Background: an optimization exercise with open tools, aiming at small area and a short achievable clock period. Do not read the settings as production practice. The RTL was checked by simulation tests, not by an equivalence proof against the original design. No activity file was given, so power comes from the tool's default toggle rates.

==> indigo: inputs <==
==> flow/design.v (excerpt) <==
module ca_channel (
    input  wire        clk,
    input  wire        rst,         
    input  wire        start,       
    input  wire        upd,         
    input  wire [5:0]  prn,         
    input  wire [5:0]  noise_prn,   
    input  wire [1:0]  dsel,        
    input  wire [7:0]  moff,        
    input  wire [31:0] fc,          
    input  wire [31:0] fk,          
    input  wire        s_valid,
    input  wire [7:0]  s_i,
    input  wire [7:0]  s_q,
    output reg         dump_valid,
    output wire [31:0] ve_i, ve_q,
    output wire [31:0] e_i,  e_q,
    output wire [31:0] p_i,  p_q,
    output wire [31:0] l_i,  l_q,
    output wire [31:0] vl_i, vl_q,
    output wire [31:0] n_i,  n_q,
    output wire [31:0] m_i,  m_q,
    output wire [63:0] carr_phase,
    output wire [31:0] code_frac
);
export LEC_CHECK = 0
export CAP_MARGIN = 20
export CORE_MARGIN = 2
export CORE_UTILIZATION = 70
export CTS_CLUSTER_DIAMETER = 60
export CTS_CLUSTER_SIZE = 24
export SLEW_MARGIN = 20
create_clock -name core_clock -period 10.0 [get_ports {clk}]
standard.sh (not shown) runs the stock make flow with config.mk's settings and CLKGATE_MAP_FILE= SYNTH_SCRIPT=/design/flow/synth_recipe.tcl, a recipe that flattens the netlist after the stock synthesis.
==> flow/flow/run.sh <==
#!/bin/bash
# The standard ORFS layout (standard.sh, standard synthesis), with:
#  - timing repair aimed at a 6.7 ns setup margin against the design's 10 ns clock
#    (SDC unchanged), so the layout closes well under the clock period;
#  - resizing not held to the same cell footprint;
#  - ports buffered with buf_1 instead of the default delay buffer.
# make's output goes to standard_make.log; ORFS keeps each step's log under orfs/logs.
set -euo pipefail
bash standard.sh SETUP_SLACK_MARGIN=6.7 MATCH_CELL_FOOTPRINT=0 \
  "BUFFER_PORTS_ARGS=-buffer_cell sky130_fd_sc_hd__buf_1" finish > standard_make.log 2>&1
==> inputs of tundra, as changes to indigo <==
--- a/flow/design.v
+++ b/flow/design.v
@@ -24,20 +24,28 @@
     output wire [31:0] code_frac
 );
     localparam signed [31:0] FC_MIN = -32'sd225443840;    
     localparam signed [31:0] FC_MAX = -32'sd224395264;    
     localparam        [31:0] FK_MIN = 32'd26816795;       
     localparam        [31:0] FK_MAX = 32'd26817867;       
+    function [31:0] clamp_fc(input [31:0] w);
+        if ($signed(w) < FC_MIN)      clamp_fc = FC_MIN;
+        else if ($signed(w) > FC_MAX) clamp_fc = FC_MAX;
+        else                          clamp_fc = w;
+    endfunction
     function [31:0] clamp_fk(input [31:0] w);
         if (w < FK_MIN)      clamp_fk = FK_MIN;
         else if (w > FK_MAX) clamp_fk = FK_MAX;
         else                 clamp_fk = w;
     endfunction
     function [20:0] pack_fc(input [31:0] w);
-        pack_fc = {$signed(w[31:20]) > $signed(12'hF29),
-                   (w[31:20] == 12'hF29) ? w[19:0] : 20'd0};
+        reg [31:0] c;
+        begin
+            c = clamp_fc(w);
+            pack_fc = {c[21], c[19:0]};
+        end
     endfunction
     function [10:0] pack_fk(input [31:0] w);
         reg [31:0] c;
         begin
             c = clamp_fk(w);
             pack_fk = c[10:0];
@@ -126,23 +134,24 @@
             6'd37: g2_mask = 10'b1000001000;
             default: g2_mask = 10'b0000000000;
         endcase
     endfunction
     localparam [10:1] G1_2 = 10'b1111111100;    
     localparam [10:1] G1_3 = 10'b1111111000, G2_3 = 10'b1111111001;
-    reg        rst0, start0, upd0;
+    reg        rst0, start0, upd0, sv0;
     reg [7:0]  si0, sq0;
     reg [20:0] fc0;
     reg [10:0] fk0;
     reg [1:0]  dsel0;
     reg [7:0]  moff0;
     reg [5:0]  prn0, nprn0;
     always @(posedge clk) begin
         rst0   <= rst;
         start0 <= start;
         upd0   <= upd;
+        sv0    <= s_valid;
         si0    <= s_i;
         sq0    <= s_q;
         fc0    <= pack_fc(fc);
         fk0    <= pack_fk(fk);
         dsel0  <= dsel;
         moff0  <= moff;
@@ -160,15 +169,13 @@
     reg [31:0] frac;            
     reg [10:1] g1, g2;          
     reg [4:0]  win;             
     reg [2:0]  nwin;            
     wire [31:0] fc_w = {10'b1111001010, fc_r[20], ~fc_r[20], fc_r[19:0]};
     wire [31:0] fk_w = {FK_MIN[31:11], fk_r};
-    reg         take;
-    always @(posedge clk)
-        take <= s_valid && !start && !rst && (rst0 ? 1'b0 : start0 ? 1'b1 : running);
+    wire        take     = running && sv0 && !start0 && !rst0;
     wire [32:0] frac_sum = {1'b0, frac} + {1'b0, fk_w};
     wire        chip_adv = frac_sum[32];
     wire        at_last  = (g1 == G1_2);          
     wire        bnd      = take && chip_adv && at_last;
     wire [32:0] plo_sum  = {1'b0, plo} + {1'b0, fc_w};
     wire g1_fb = g1[3] ^ g1[10];
@@ -239,23 +246,18 @@
                 2'd2: begin mag_c = t_c; neg_c = 1'b1; mag_s = t_s; neg_s = 1'b1; end
                 default: begin mag_c = t_s; neg_c = 1'b0; mag_s = t_c; neg_s = 1'b1; end
             endcase
             rep_ctl = {mul_ctl(mag_c), neg_c, mul_ctl(mag_s), neg_s};
         end
     endfunction
-    reg        [11:0] rc;
-    reg        [7:0]  si2, sq2;
-    reg               tk2, bnd2;
-    reg        [6:0]  tb2;
+    reg [11:0] rc;
     always @(posedge clk) begin
-        rc   <= rep_ctl(plo[31:27]);
-        si2  <= si0;
-        sq2  <= sq0;
-        tk2  <= take;
-        bnd2 <= bnd;
-        tb2  <= tb;
+        if (start0)
+            rc <= rep_ctl(5'd0);
+        else if (take)
+            rc <= rep_ctl(plo_sum[31:27]);
     end
     wire [4:0] mc    = rc[11:7];
     wire       neg_c = rc[6];
     wire [4:0] ms    = rc[5:1];
     wire       neg_s = rc[0];
     function [12:0] term_a(input [7:0] x, input [4:0] c, input neg);
@@ -286,17 +288,17 @@
             c2 = ((s1 & c1) | (s1 & d) | (c1 & d)) << 1;
             s3 = s2 ^ c2 ^ {10'd0, e};
             c3 = ((s2 & c2) | (s2 & {10'd0, e}) | (c2 & {10'd0, e})) << 1;
             csa5 = {s3, c3};
         end
     endfunction
-    wire [25:0] cs_i = csa5(term_a(si2, mc, neg_c), term_b(si2, mc, neg_c),
-                            term_a(sq2, ms, neg_s), term_b(sq2, ms, neg_s),
+    wire [25:0] cs_i = csa5(term_a(si0, mc, neg_c), term_b(si0, mc, neg_c),
+                            term_a(sq0, ms, neg_s), term_b(sq0, ms, neg_s),
                             term_ci(mc, neg_c, ms, neg_s));
-    wire [25:0] cs_q = csa5(term_a(sq2, mc, neg_c), term_b(sq2, mc, neg_c),
-                            term_a(si2, ms, ~neg_s), term_b(si2, ms, ~neg_s),
+    wire [25:0] cs_q = csa5(term_a(sq0, mc, neg_c), term_b(sq0, mc, neg_c),
+                            term_a(si0, ms, ~neg_s), term_b(si0, ms, ~neg_s),
                             term_ci(mc, neg_c, ms, ~neg_s));
     wire lt_h0 = frac < 32'h0CCCCCCD;
     wire lt_d0 = frac < 32'h1999999A;
     wire lt_d1 = frac < 32'h33333333;
     wire ge_h0 = frac >= 32'hF3333333;     
     wire ge_d0 = frac >= 32'hE6666666;
@@ -318,70 +320,67 @@
     assign tb[1] = e_lo  ? win[1] : win[2];
     assign tb[2] = win[2];
     assign tb[3] = l_hi  ? win[3] : win[2];
     assign tb[4] = vl_hi ? win[3] : win[2];
     assign tb[5] = nwin[0];
     assign tb[6] = win[m_ix];
-    reg st2, st3, st4, dec2, dec3, dec4;
+    reg st2, st3, dec2, dec3;
     always @(posedge clk) begin
         st2  <= start0;
         st3  <= st2;
-        st4  <= st3;
         dec2 <= take && !plo_sum[32];
         dec3 <= dec2;
-        dec4 <= dec3;
-        if (st4)
+        if (st3)
             phi <= 32'd0;
         else
-            phi <= phi - {31'd0, dec4};
+            phi <= phi - {31'd0, dec3};
     end
-    reg               tk3, bnd3;
-    reg        [25:0] cs3_i, cs3_q;
-    reg        [6:0]  tb3;
+    reg               tk2, bnd2;
+    reg        [25:0] cs2_i, cs2_q;
+    reg        [6:0]  tb2;
     reg        [31:0] plo_d, frac_d;   
     always @(posedge clk) begin
-        tk3   <= tk2;
-        bnd3  <= bnd2;
-        cs3_i <= cs_i;
-        cs3_q <= cs_q;
-        tb3   <= tb2;
+        tk2   <= take;
+        bnd2  <= bnd;
+        cs2_i <= cs_i;
+        cs2_q <= cs_q;
+        tb2   <= tb;
         if (bnd2) begin
             plo_d  <= plo;
             frac_d <= frac;
         end
     end
-    wire [12:0] bb_i = cs3_i[25:13] + cs3_i[12:0];
-    wire [12:0] bb_q = cs3_q[25:13] + cs3_q[12:0];
-    reg               bnd4;
-    reg signed [11:0] bi4, bq4;        
-    reg        [6:0]  tb4;
-    always @(posedge clk) begin
-        bnd4 <= bnd3;
-        bi4  <= tk3 ? bb_i[11:0] : 12'd0;
-        bq4  <= tk3 ? bb_q[11:0] : 12'd0;
-        tb4  <= tk3 ? tb3 : 7'd0;
+    wire [12:0] bb_i = cs2_i[25:13] + cs2_i[12:0];
+    wire [12:0] bb_q = cs2_q[25:13] + cs2_q[12:0];
+    reg               bnd3;
+    reg signed [11:0] bi3, bq3;        
+    reg        [6:0]  tb3;
+    always @(posedge clk) begin
+        bnd3 <= bnd2;
+        bi3  <= tk2 ? bb_i[11:0] : 12'd0;
+        bq3  <= tk2 ? bb_q[11:0] : 12'd0;
+        tb3  <= tk2 ? tb2 : 7'd0;
     end
-    reg clr5, cap5;
+    reg clr4, cap4;
     always @(posedge clk) begin
-        clr5 <= bnd4 || st4;
-        cap5 <= bnd4;
+        clr4 <= bnd3 || st3;
+        cap4 <= bnd3;
     end
     function [12:0] lo_step(input [11:0] a, input [11:0] b, input t);
         lo_step = {1'b0, a} + {1'b0, b ^ {12{t}}} + {12'd0, t};
     endfunction
     function [16:0] hi_step(input [16:0] ah, input c, input s);
-        reg   up, dn;
+        reg up, dn;
         integer i;
         begin
-            up = c & ~s;     
-            dn = s & ~c;     
-            for (i = 0; i < 17; i = i + 1) begin
-                hi_step[i] = ah[i] ^ (up | dn);
-                up = up & ah[i];
-                dn = dn & ~ah[i];
-            end
+            up = c & ~s;
+            dn = s & ~c;
+            hi_step[0] = ah[0] ^ (up | dn);
+            for (i = 1; i < 17; i = i + 1)
+                hi_step[i] = ah[i] ^ ((up & (&(ah | ~((17'd1 << i) - 17'd1)))) |
+                                      (dn & ~(|(ah & ((17'd1 << i) - 17'd1)))));
         end
     endfunction
     reg [11:0] lo_i [0:6];
     reg [11:0] lo_q [0:6];
     reg [16:0] hi_i [0:6];
     reg [16:0] hi_q [0:6];
@@ -397,33 +396,33 @@
     reg [28:0] out_q [0:6];
     reg [63:0] cp_r;
     reg [31:0] cf_r;
     integer k;
     always @* begin
         for (k = 0; k < 7; k = k + 1) begin
-            lsum_i[k] = lo_step(clr5 ? 12'd0 : lo_i[k], bi4, tb4[k]);
-            lsum_q[k] = lo_step(clr5 ? 12'd0 : lo_q[k], bq4, tb4[k]);
+            lsum_i[k] = lo_step(clr4 ? 12'd0 : lo_i[k], bi3, tb3[k]);
+            lsum_q[k] = lo_step(clr4 ? 12'd0 : lo_q[k], bq3, tb3[k]);
             hnx_i[k]  = hi_step(hi_i[k], cy_i[k], sg_i[k]);
             hnx_q[k]  = hi_step(hi_q[k], cy_q[k], sg_q[k]);
         end
     end
     always @(posedge clk) begin
         for (k = 0; k < 7; k = k + 1) begin
             lo_i[k] <= lsum_i[k][11:0];
             lo_q[k] <= lsum_q[k][11:0];
             cy_i[k] <= lsum_i[k][12];
             cy_q[k] <= lsum_q[k][12];
-            sg_i[k] <= bi4[11] ^ tb4[k];
-            sg_q[k] <= bq4[11] ^ tb4[k];
-            hi_i[k] <= clr5 ? 17'd0 : hnx_i[k];
-            hi_q[k] <= clr5 ? 17'd0 : hnx_q[k];
+            sg_i[k] <= bi3[11] ^ tb3[k];
+            sg_q[k] <= bq3[11] ^ tb3[k];
+            hi_i[k] <= clr4 ? 17'd0 : hnx_i[k];
+            hi_q[k] <= clr4 ? 17'd0 : hnx_q[k];
         end
     end
     always @(posedge clk) begin
-        dump_valid <= cap5;
-        if (cap5) begin
+        dump_valid <= cap4;
+        if (cap4) begin
             for (k = 0; k < 7; k = k + 1) begin
                 out_i[k] <= {hnx_i[k], lo_i[k]};
                 out_q[k] <= {hnx_q[k], lo_q[k]};
             end
             cp_r <= {phi, plo_d};
             cf_r <= frac_d;
==> flow/flow/run.sh (replaced) <==
#!/bin/bash
# The standard ORFS layout (standard.sh, standard synthesis), with:
#  - timing repair aimed at a 6.3 ns setup margin against the design's 10 ns clock
#    (SDC unchanged), so the layout closes well under the clock period;
#  - resizing not held to the same cell footprint;
#  - ports buffered with buf_1 instead of the default delay buffer.
set -euo pipefail
bash standard.sh SETUP_SLACK_MARGIN=6.3 MATCH_CELL_FOOTPRINT=0 \
  "BUFFER_PORTS_ARGS=-buffer_cell sky130_fd_sc_hd__buf_1" finish > standard_make.log 2>&1
==> flow/config.mk (replaced) <==
export PLATFORM = sky130hd
export DESIGN_NAME = ca_channel
export DESIGN_NICKNAME = ca_channel
export VERILOG_FILES = /design/flow/design.v
export SDC_FILE = /design/flow/constraint.sdc
export NUM_CORES = 4
export LEC_CHECK = 0
export CAP_MARGIN = 20
export CORE_MARGIN = 2
export CORE_UTILIZATION = 55
export SLEW_MARGIN = 20
==> inputs of cedar, as changes to indigo <==
==> flow/config.mk (replaced) <==
export PLATFORM = sky130hd
export DESIGN_NAME = ca_channel
export DESIGN_NICKNAME = ca_channel
export VERILOG_FILES = /design/flow/design.v
export SDC_FILE = /design/flow/constraint.sdc
export NUM_CORES = 4
export LEC_CHECK = 0
export CAP_MARGIN = 20
export CORE_MARGIN = 2
export CORE_UTILIZATION = 78
export CTS_CLUSTER_DIAMETER = 64
export CTS_CLUSTER_SIZE = 28
export SLEW_MARGIN = 20
==> comparison <==
tundra ran to the end with no violations. indigo completed without violations. cedar produced a clean layout. Total power, highest first: tundra, indigo, cedar. The highest hold slack belongs to indigo, the lowest to tundra. Flip-flop and latch count is the same in cedar and indigo. Critical path depth: tundra is higher than cedar (12). Register-to-register slack, highest first: indigo, cedar, tundra. Final cell count: tundra > indigo > cedar. Clock skew: tundra < indigo < cedar.
==> figures <==
| metric | cedar | tundra | indigo |
|---|---|---|---|
| Vias in the first global route | 41,870 | 41,000 | 40,550 |
| Number of antenna cells inserted | 0 | 0 | 2 |
| Share of the cycle needed by the critical path after routing | 34.70% | 36.65% | 34.17% |
| Highest clock frequency the design can meet | 288.2 MHz | 272.8 MHz | 292.7 MHz |
| R2R cell count | 12 | 13 | 11 |
| Number of levels the H-tree was split into | 3 | 4 | 3 |
| Capture instance of the worst register-to-register path | moff_r[1] | rc[10] | fc_r[10] |
| Cells after Synth | 5,686 | 5,857 | 5,686 |
| Area share of the leading cell type in the synthesized netlist | 31.20% | 31.13% | 31.20% |
| Initial core utilization | 78.36% | 55.46% | 70.88% |
| Gp weighted congestion | 0.8962 | 0.8659 | 0.9100 |
| Outcome | no timing/DRC/antenna violations | no timing/DRC/antenna violations | no timing/DRC/antenna violations |
| Cell Pwr Density | 175.6 nW/µm² | 188.6 nW/µm² | 180.4 nW/µm² |
| Clock network share of area | 3.720% | 6.814% | 4.596% |
| Vias | 43,940 | 43,020 | 42,840 |

## afterwards: timing with drivers on the ports
Ports are ideal in the flow. The routed layouts listed here were re-timed in OpenROAD. Step 1: set_driving_cell puts a clkbuf_16 on clk and a buf_2 on each other input, an assumption about the parent block. Step 2 adds t to the input delays and takes it off the output delays; t is the mean of the earliest and latest rising clock arrival at the registers after step 1. Input paths then give back, and output paths get back, about the clock's delay inside the block. Slacks: ideal / step 1 / step 2; pairs: ideal / step 1.
run	t (ns)	setup WS [ns]	worst slew at a driven data input, ns
indigo	0.766	6.583 / 6.509 / 6.232	0.08
tundra	0.807	6.335 / 6.335 / 6.041	0.08
cedar	0.727	6.530 / 6.458 / 6.208	0.07
After both steps setup and hold are still met in every run listed. The setup slack of indigo, which loses most, moves by -0.074 ns with the drivers and by -0.351 ns with both steps.
